What follows belongs to an exercise in optimizing a design on an open flow for a short achievable clock period and few clock cycles per item; a production flow would make more cautious choices. RTL that was checked went through simulation tests only; none was proved equivalent to the original.

==> run K <==
==> flow/design.v (excerpt) <==
module lgdot (
    input  wire        clk,
    input  wire        rst,
    input  wire        in_valid,
    output wire        in_ready,
    input  wire        in_last,
    input  wire [15:0] in_act,
    input  wire [15:0] in_wgt,
    input  wire [1:0]  in_prec,      
    input  wire [31:0] in_seed,
    input  wire [29:0] in_tile,
    input  wire [1:0]  in_arr,
    input  wire [7:0]  in_m,
    input  wire [7:0]  in_j,
    output reg         out_valid,
    output reg  [31:0] out_sum
);
    localparam [31:0] QNAN = 32'h7fc00000;
    assign in_ready = 1'b1;
    reg        r_rst;
    reg        v0, last0;
    reg [15:0] act0, wgt0;
    reg [1:0]  prec0, arr0;
    reg [31:0] seed0;
    reg [29:0] tile0;
    reg [7:0]  m0, j0;
    always @(posedge clk) begin
        r_rst <= rst;
        v0    <= in_valid & ~rst;
        last0 <= in_last;
        act0  <= in_act;
        wgt0  <= in_wgt;
        prec0 <= in_prec;
        seed0 <= in_seed;
        tile0 <= in_tile;
        arr0  <= in_arr;
        m0    <= in_m;
        j0    <= in_j;
    end
    reg        busy;         
    reg [7:0]  k;
    wire [7:0] k_cur = busy ? k : 8'd0;
    always @(posedge clk) begin
        if (r_rst) begin
            busy <= 1'b0;
  ...
Settings: LEC_CHECK=0, CAP_MARGIN=20, CORE_MARGIN=2, CORE_UTILIZATION=40, SLEW_MARGIN=20, SYNTH_MEMORY_MAX_BITS=32768; clock period 90.0 ns.
run.sh (not shown) runs the stock make flow with config.mk's settings and CLKGATE_MAP_FILE= SYNTH_SCRIPT=/design/flow/synth_recipe.tcl, a recipe that flattens the netlist after the stock synthesis.
==> run P: changes against run K <==
--- a/flow/design.v
+++ b/flow/design.v
@@ -553,80 +553,92 @@
     output wire [63:0] x
 );
     assign x = x2 ^ (x2 >> 31);
 endmodule
 module lgdot_fadd (
+    input  wire        az,
     input  wire [31:0] a,
     input  wire [31:0] b,
-    output reg  [31:0] s
+    output wire        sz,
+    output wire [31:0] s
 );
     wire        sa = a[31];
     wire        sb = b[31];
-    wire [7:0]  ea = (a[30:23] == 8'd0) ? 8'd1 : a[30:23];
-    wire [7:0]  eb = (b[30:23] == 8'd0) ? 8'd1 : b[30:23];
-    wire [23:0] ma = {a[30:23] != 8'd0, a[22:0]};
-    wire [23:0] mb = {b[30:23] != 8'd0, b[22:0]};
-    wire        swap = {ea, ma} < {eb, mb};
-    wire        sx = swap ? sb : sa;
-    wire        sy = swap ? sa : sb;
-    wire [7:0]  ex = swap ? eb : ea;
-    wire [7:0]  ey = swap ? ea : eb;
-    wire [23:0] mx = swap ? mb : ma;
-    wire [23:0] my = swap ? ma : mb;
-    wire [7:0]  d = ex - ey;
+    wire [7:0]  ea = a[30:23];
+    wire [7:0]  eb = b[30:23];
+    wire [23:0] ma = {1'b1, a[22:0]};
+    wire [23:0] mb = {1'b1, b[22:0]};
+    wire        sub = sa ^ sb;
+    wire [8:0]  dab = {1'b0, ea} - {1'b0, eb};
+    wire [8:0]  dba = {1'b0, eb} - {1'b0, ea};
+    wire        age = ~dab[8];                   
+    wire [7:0]  d   = age ? dab[7:0] : dba[7:0];
+    wire        sx  = age ? sa : sb;
+    wire [7:0]  ex  = age ? ea : eb;
+    wire [23:0] mx  = age ? ma : mb;
+    wire [23:0] my  = age ? mb : ma;
+    wire        near = sub & (d[7:1] == 7'd0);
     reg  [26:0] yal;
     reg  [49:0] ysh;
     always @(*) begin
         ysh = {my, 26'd0} >> d;
-        if (d >= 8'd27) begin
-            yal = {26'd0, my != 24'd0};
-        end else begin
+        if (d >= 8'd27)
+            yal = 27'd1;
+        else
             yal = {ysh[49:24], ysh[23:0] != 24'd0};
-        end
     end
-    wire        sub = sx ^ sy;
-    wire [27:0] xext = {1'b0, mx, 3'b000};
-    wire [27:0] sum = sub ? (xext - {1'b0, yal}) : (xext + {1'b0, yal});
-    reg  [4:0]  lz;
-    integer     i;
-    always @(*) begin
-        lz = 5'd27;
-        for (i = 0; i <= 26; i = i + 1)
-            if (sum[i]) lz = 5'd26 - i[4:0];
-    end
-    reg  [9:0]  en;       
-    reg  [26:0] mn;       
-    reg  [4:0]  shl;
+    wire [27:0] xw  = {1'b0, mx, 3'b000};
+    wire [27:0] fs  = sub ? (xw - {1'b0, yal}) : (xw + {1'b0, yal});
+    reg  [23:0] fm;
+    reg         fg, fst;
+    reg  [8:0]  fe;
     always @(*) begin
-        shl = 5'd0;
-        if (sum[27]) begin
-            en = {2'b00, ex} + 10'd1;
-            mn = {sum[27:2], sum[1] | sum[0]};
+        if (fs[27]) begin
+            fm  = fs[27:4];
+            fg  = fs[3];
+            fst = |fs[2:0];
+            fe  = {1'b0, ex} + 9'd1;
+        end else if (fs[26]) begin
+            fm  = fs[26:3];
+            fg  = fs[2];
+            fst = |fs[1:0];
+            fe  = {1'b0, ex};
         end else begin
-            if ({2'b00, ex} - 10'd1 < {5'd0, lz})
-                shl = ex[4:0] - 5'd1;
-            else
-                shl = lz;
-            en = {2'b00, ex} - {5'd0, shl};
-            mn = sum[26:0] << shl;
+            fm  = fs[25:2];
+            fg  = fs[1];
+            fst = fs[0];
+            fe  = {1'b0, ex} - 9'd1;
         end
     end
-    wire        up = mn[2] & (mn[1] | mn[0] | mn[3]);
-    wire [24:0] mr = {1'b0, mn[26:3]} + {24'd0, up};
-    wire [9:0]  er = mr[24] ? en + 10'd1 : en;
-    wire [22:0] fr = mr[24] ? mr[23:1] : mr[22:0];
-    wire        hid = mr[24] | mr[23];
+    wire        fup = fg & (fst | fm[0]);
+    wire [24:0] fmr = {1'b0, fm} + {24'd0, fup};
+    wire [8:0]  fer = fmr[24] ? fe + 9'd1 : fe;
+    wire [24:0] na0 = {ma, 1'b0} - {mb, 1'b0};   
+    wire [24:0] nb0 = {mb, 1'b0} - {ma, 1'b0};
+    wire [24:0] na1 = {ma, 1'b0} - {1'b0, mb};   
+    wire [24:0] nb1 = {mb, 1'b0} - {1'b0, ma};   
+    wire        neq = (d[0] == 1'b0);
+    wire        nneg = na0[24];                  
+    wire [24:0] nd = neq ? (nneg ? nb0 : na0) : (age ? na1 : nb1);
+    wire        ns = neq ? (nneg ? sb : sa) : sx;
+    wire        nzero = (nd == 25'd0);
+    reg  [4:0]  lz;
+    integer     i;
     always @(*) begin
-        if (sum == 28'd0)
-            s = {sx & sy, 31'd0};
-        else if (er >= 10'd255)
-            s = {sx, 8'hff, 23'd0};
-        else if (!hid)
-            s = {sx, 8'd0, fr};
-        else
-            s = {sx, er[7:0], fr};
-    end
+        lz = 5'd0;
+        for (i = 0; i <= 24; i = i + 1)
+            if (nd[i]) lz = 5'd24 - i[4:0];
+    end
+    wire [24:0] nn  = nd << lz;
+    wire        nup = nn[0] & nn[1];             
+    wire [24:0] nmr = {1'b0, nn[24:1]} + {24'd0, nup};
+    wire [8:0]  ne  = {1'b0, ex} - {4'd0, lz};
+    wire [8:0]  ner = nmr[24] ? ne + 9'd1 : ne;
+    wire [31:0] far_s  = {sx, fer[7:0], fmr[24] ? fmr[23:1] : fmr[22:0]};
+    wire [31:0] near_s = {ns, ner[7:0], nmr[24] ? nmr[23:1] : nmr[22:0]};
+    assign sz = ~az & near & nzero;
+    assign s  = az ? b : near ? (nzero ? 32'd0 : near_s) : far_s;
 endmodule
 module lgdot (
     input  wire        clk,
     input  wire        rst,
     input  wire        in_valid,
@@ -686,17 +698,16 @@
     lgdot_decode u_db (.is8(is8), .is12(is12), .code(wgt0),
                        .sign(b_sign), .zero(b_zero), .nar(b_nar), .l9(b_l9));
     wire [63:0] hx0;
     lgdot_hash_x0 u_h0 (.seed(seed0), .tile(tile0), .arr(arr0),
                         .m(m0), .k(k_cur), .j(j0), .x0(hx0));
-    reg        v1, last1, first1, skip1, nar1, sign1, is8_1, is12_1;
+    reg        v1, last1, skip1, nar1, sign1, is8_1, is12_1;
     reg [16:0] lsum1;
     reg [63:0] x0_1;
     always @(posedge clk) begin
         v1     <= v0 & ~r_rst;
         last1  <= last0;
-        first1 <= ~busy;
         skip1  <= a_zero | b_zero;
         nar1   <= a_nar | b_nar;
         sign1  <= a_sign ^ b_sign;
         is8_1  <= is8;
         is12_1 <= is12;
@@ -705,18 +716,17 @@
     end
     wire [27:0] tfrac;
     lgdot_exp2_rom u_rom (.idx(lsum1[8:0]), .frac(tfrac));
     wire [63:0] hx1;
     lgdot_hash_x1 u_h1 (.x0(x0_1), .x1(hx1));
-    reg        v2, last2, first2, skip2, nar2, sign2, is8_2, is12_2;
+    reg        v2, last2, skip2, nar2, sign2, is8_2, is12_2;
     reg [7:0]  iexp2;
     reg [27:0] tfrac2;
     reg [63:0] x1_2;
     always @(posedge clk) begin
         v2     <= v1 & ~r_rst;
         last2  <= last1;
-        first2 <= first1;
         skip2  <= skip1;
         nar2   <= nar1;
         sign2  <= sign1;
         is8_2  <= is8_1;
         is12_2 <= is12_1;
@@ -742,20 +752,19 @@
             inc  = 21'h000001;
         end
     end
     wire [63:0] hx2;
     lgdot_hash_x2 u_h2 (.x1(x1_2), .x2(hx2));
-    reg        v3, last3, first3, skip3, nar3, sign3, is8_3, is12_3;
+    reg        v3, last3, skip3, nar3, sign3, is8_3, is12_3;
     reg [7:0]  pexp3;
     reg [19:0] kept3;        
     reg [19:0] kinc3;        
     reg [15:0] rem3;
     reg [63:0] x2_3;
     always @(posedge clk) begin
         v3     <= v2 & ~r_rst;
         last3  <= last2;
-        first3 <= first2;
         skip3  <= skip2;
         nar3   <= nar2;
         sign3  <= sign2;
         is8_3  <= is8_2;
         is12_3 <= is12_2;
@@ -769,35 +778,45 @@
     lgdot_hash_fin u_hf (.x2(x2_3), .x(hx));
     wire [15:0] drw = is8_3  ? hx[63:48] :
                       is12_3 ? {4'd0, hx[63:52]} :
                                {8'd0, hx[63:56]};
     wire        rup = drw < rem3;
-    reg        v4, last4, first4, skip4, nar4;
+    reg        v4, last4, skip4, nar4;
     reg [31:0] prod4;
     always @(posedge clk) begin
         v4     <= v3 & ~r_rst;
         last4  <= last3;
-        first4 <= first3;
         skip4  <= skip3;
         nar4   <= nar3;
         prod4  <= {sign3, pexp3, rup ? kinc3 : kept3, 3'b000};
     end
     reg [31:0] acc;
+    reg        acc_z;
     reg        acc_nan;
-    wire [31:0] acc_cur = first4 ? 32'd0 : acc;
-    wire        nan_cur = first4 ? 1'b0 : acc_nan;
-    wire [31:0] acc_add;
-    lgdot_fadd u_add (.a(acc_cur), .b(prod4), .s(acc_add));
-    wire        nan_nxt = nan_cur | nar4;
-    wire [31:0] acc_nxt = skip4 ? acc_cur : acc_add;
-    always @(posedge clk) begin
-        if (v4) begin
-            acc     <= acc_nxt;
-            acc_nan <= nan_nxt;
+    wire [31:0] add_s;
+    wire        add_z;
+    lgdot_fadd u_add (.az(acc_z), .a(acc), .b(prod4), .sz(add_z), .s(add_s));
+    wire        nan_nxt = acc_nan | nar4;
+    wire [31:0] cur     = acc_z ? 32'd0 : acc;
+    wire [31:0] add_p   = add_z ? 32'd0 : add_s;
+    always @(posedge clk) begin
+        if (r_rst) begin
+            acc_z   <= 1'b1;
+            acc_nan <= 1'b0;
+        end else if (v4) begin
+            if (last4) begin
+                acc_z   <= 1'b1;
+                acc_nan <= 1'b0;
+            end else begin
+                if (!skip4) begin
+                    acc   <= add_s;
+                    acc_z <= add_z;
+                end
+                acc_nan <= nan_nxt;
+            end
         end
-        if (v4 & last4)
-            out_sum <= nan_nxt ? QNAN : acc_nxt;
+        out_sum   <= nan_nxt ? QNAN : skip4 ? cur : add_p;
         out_valid <= v4 & last4 & ~r_rst & ~rst;
     end
 endmodule
 module lgdot_decode (
     input  wire        is8,
==> qor summary <==
item	run P	run K
Status	complete, no violations	complete, no violations
Vias post-DR	104801	96364
Final cell count without fillers	17538	16617
Placed instance count	17379	16474
Arrival time reported for the critical path endpoint	1.59 ns	1.76 ns
Mux contribution to synthesized area	1.393%	2.148%
Worst slack after detailed placement	71.17 ns	70.95 ns
Number of clock buffer instances in the layout	68	80
Post-Syn Instances	13335	12517
Worst Setup SP	out_sum[28]$_SDFF_PN1_	out_sum[25]$_SDFFCE_PP1P_
Post-route worst setup slack	70.41 ns	70.24 ns
Worst slew pin tran	1.396 ns	1.392 ns
Share of final-layout standard cells stronger than drive strength 1	5.682%	5.445%
Total routing resource utilization after global routing	37.95%	37.05%
Testbench counts of run P, summed over its fixed seeds: cycles 27,296, items 27,248.
Only the layout flow was run in run K; the RTL was not checked for function there.

port drivers added, routing unchanged:
No port has a modelled driver above. Below, the same layouts with a new extraction and two added sets of constraints. Step 1: set_driving_cell puts a clkbuf_16 on clk and a buf_2 on each other input, an assumption about the parent block. Step 2 also shifts input and output timing later by t, the mid clock arrival at the registers, as if the neighbouring blocks saw the same clock. Three values: ideal ports, drivers, drivers and shift; two values: the first two.
run	t, ns	setup WS [ns]	hold slack, ns	worst setup path after step 2
run K	0.848	70.235 / 70.134 / 70.526	0.263 / 0.263 / 0.263	register to register
run P	0.821	70.408 / 70.315 / 71.135	0.326 / 0.326 / 0.326	register to output
After both steps setup and hold are still met in every run listed.
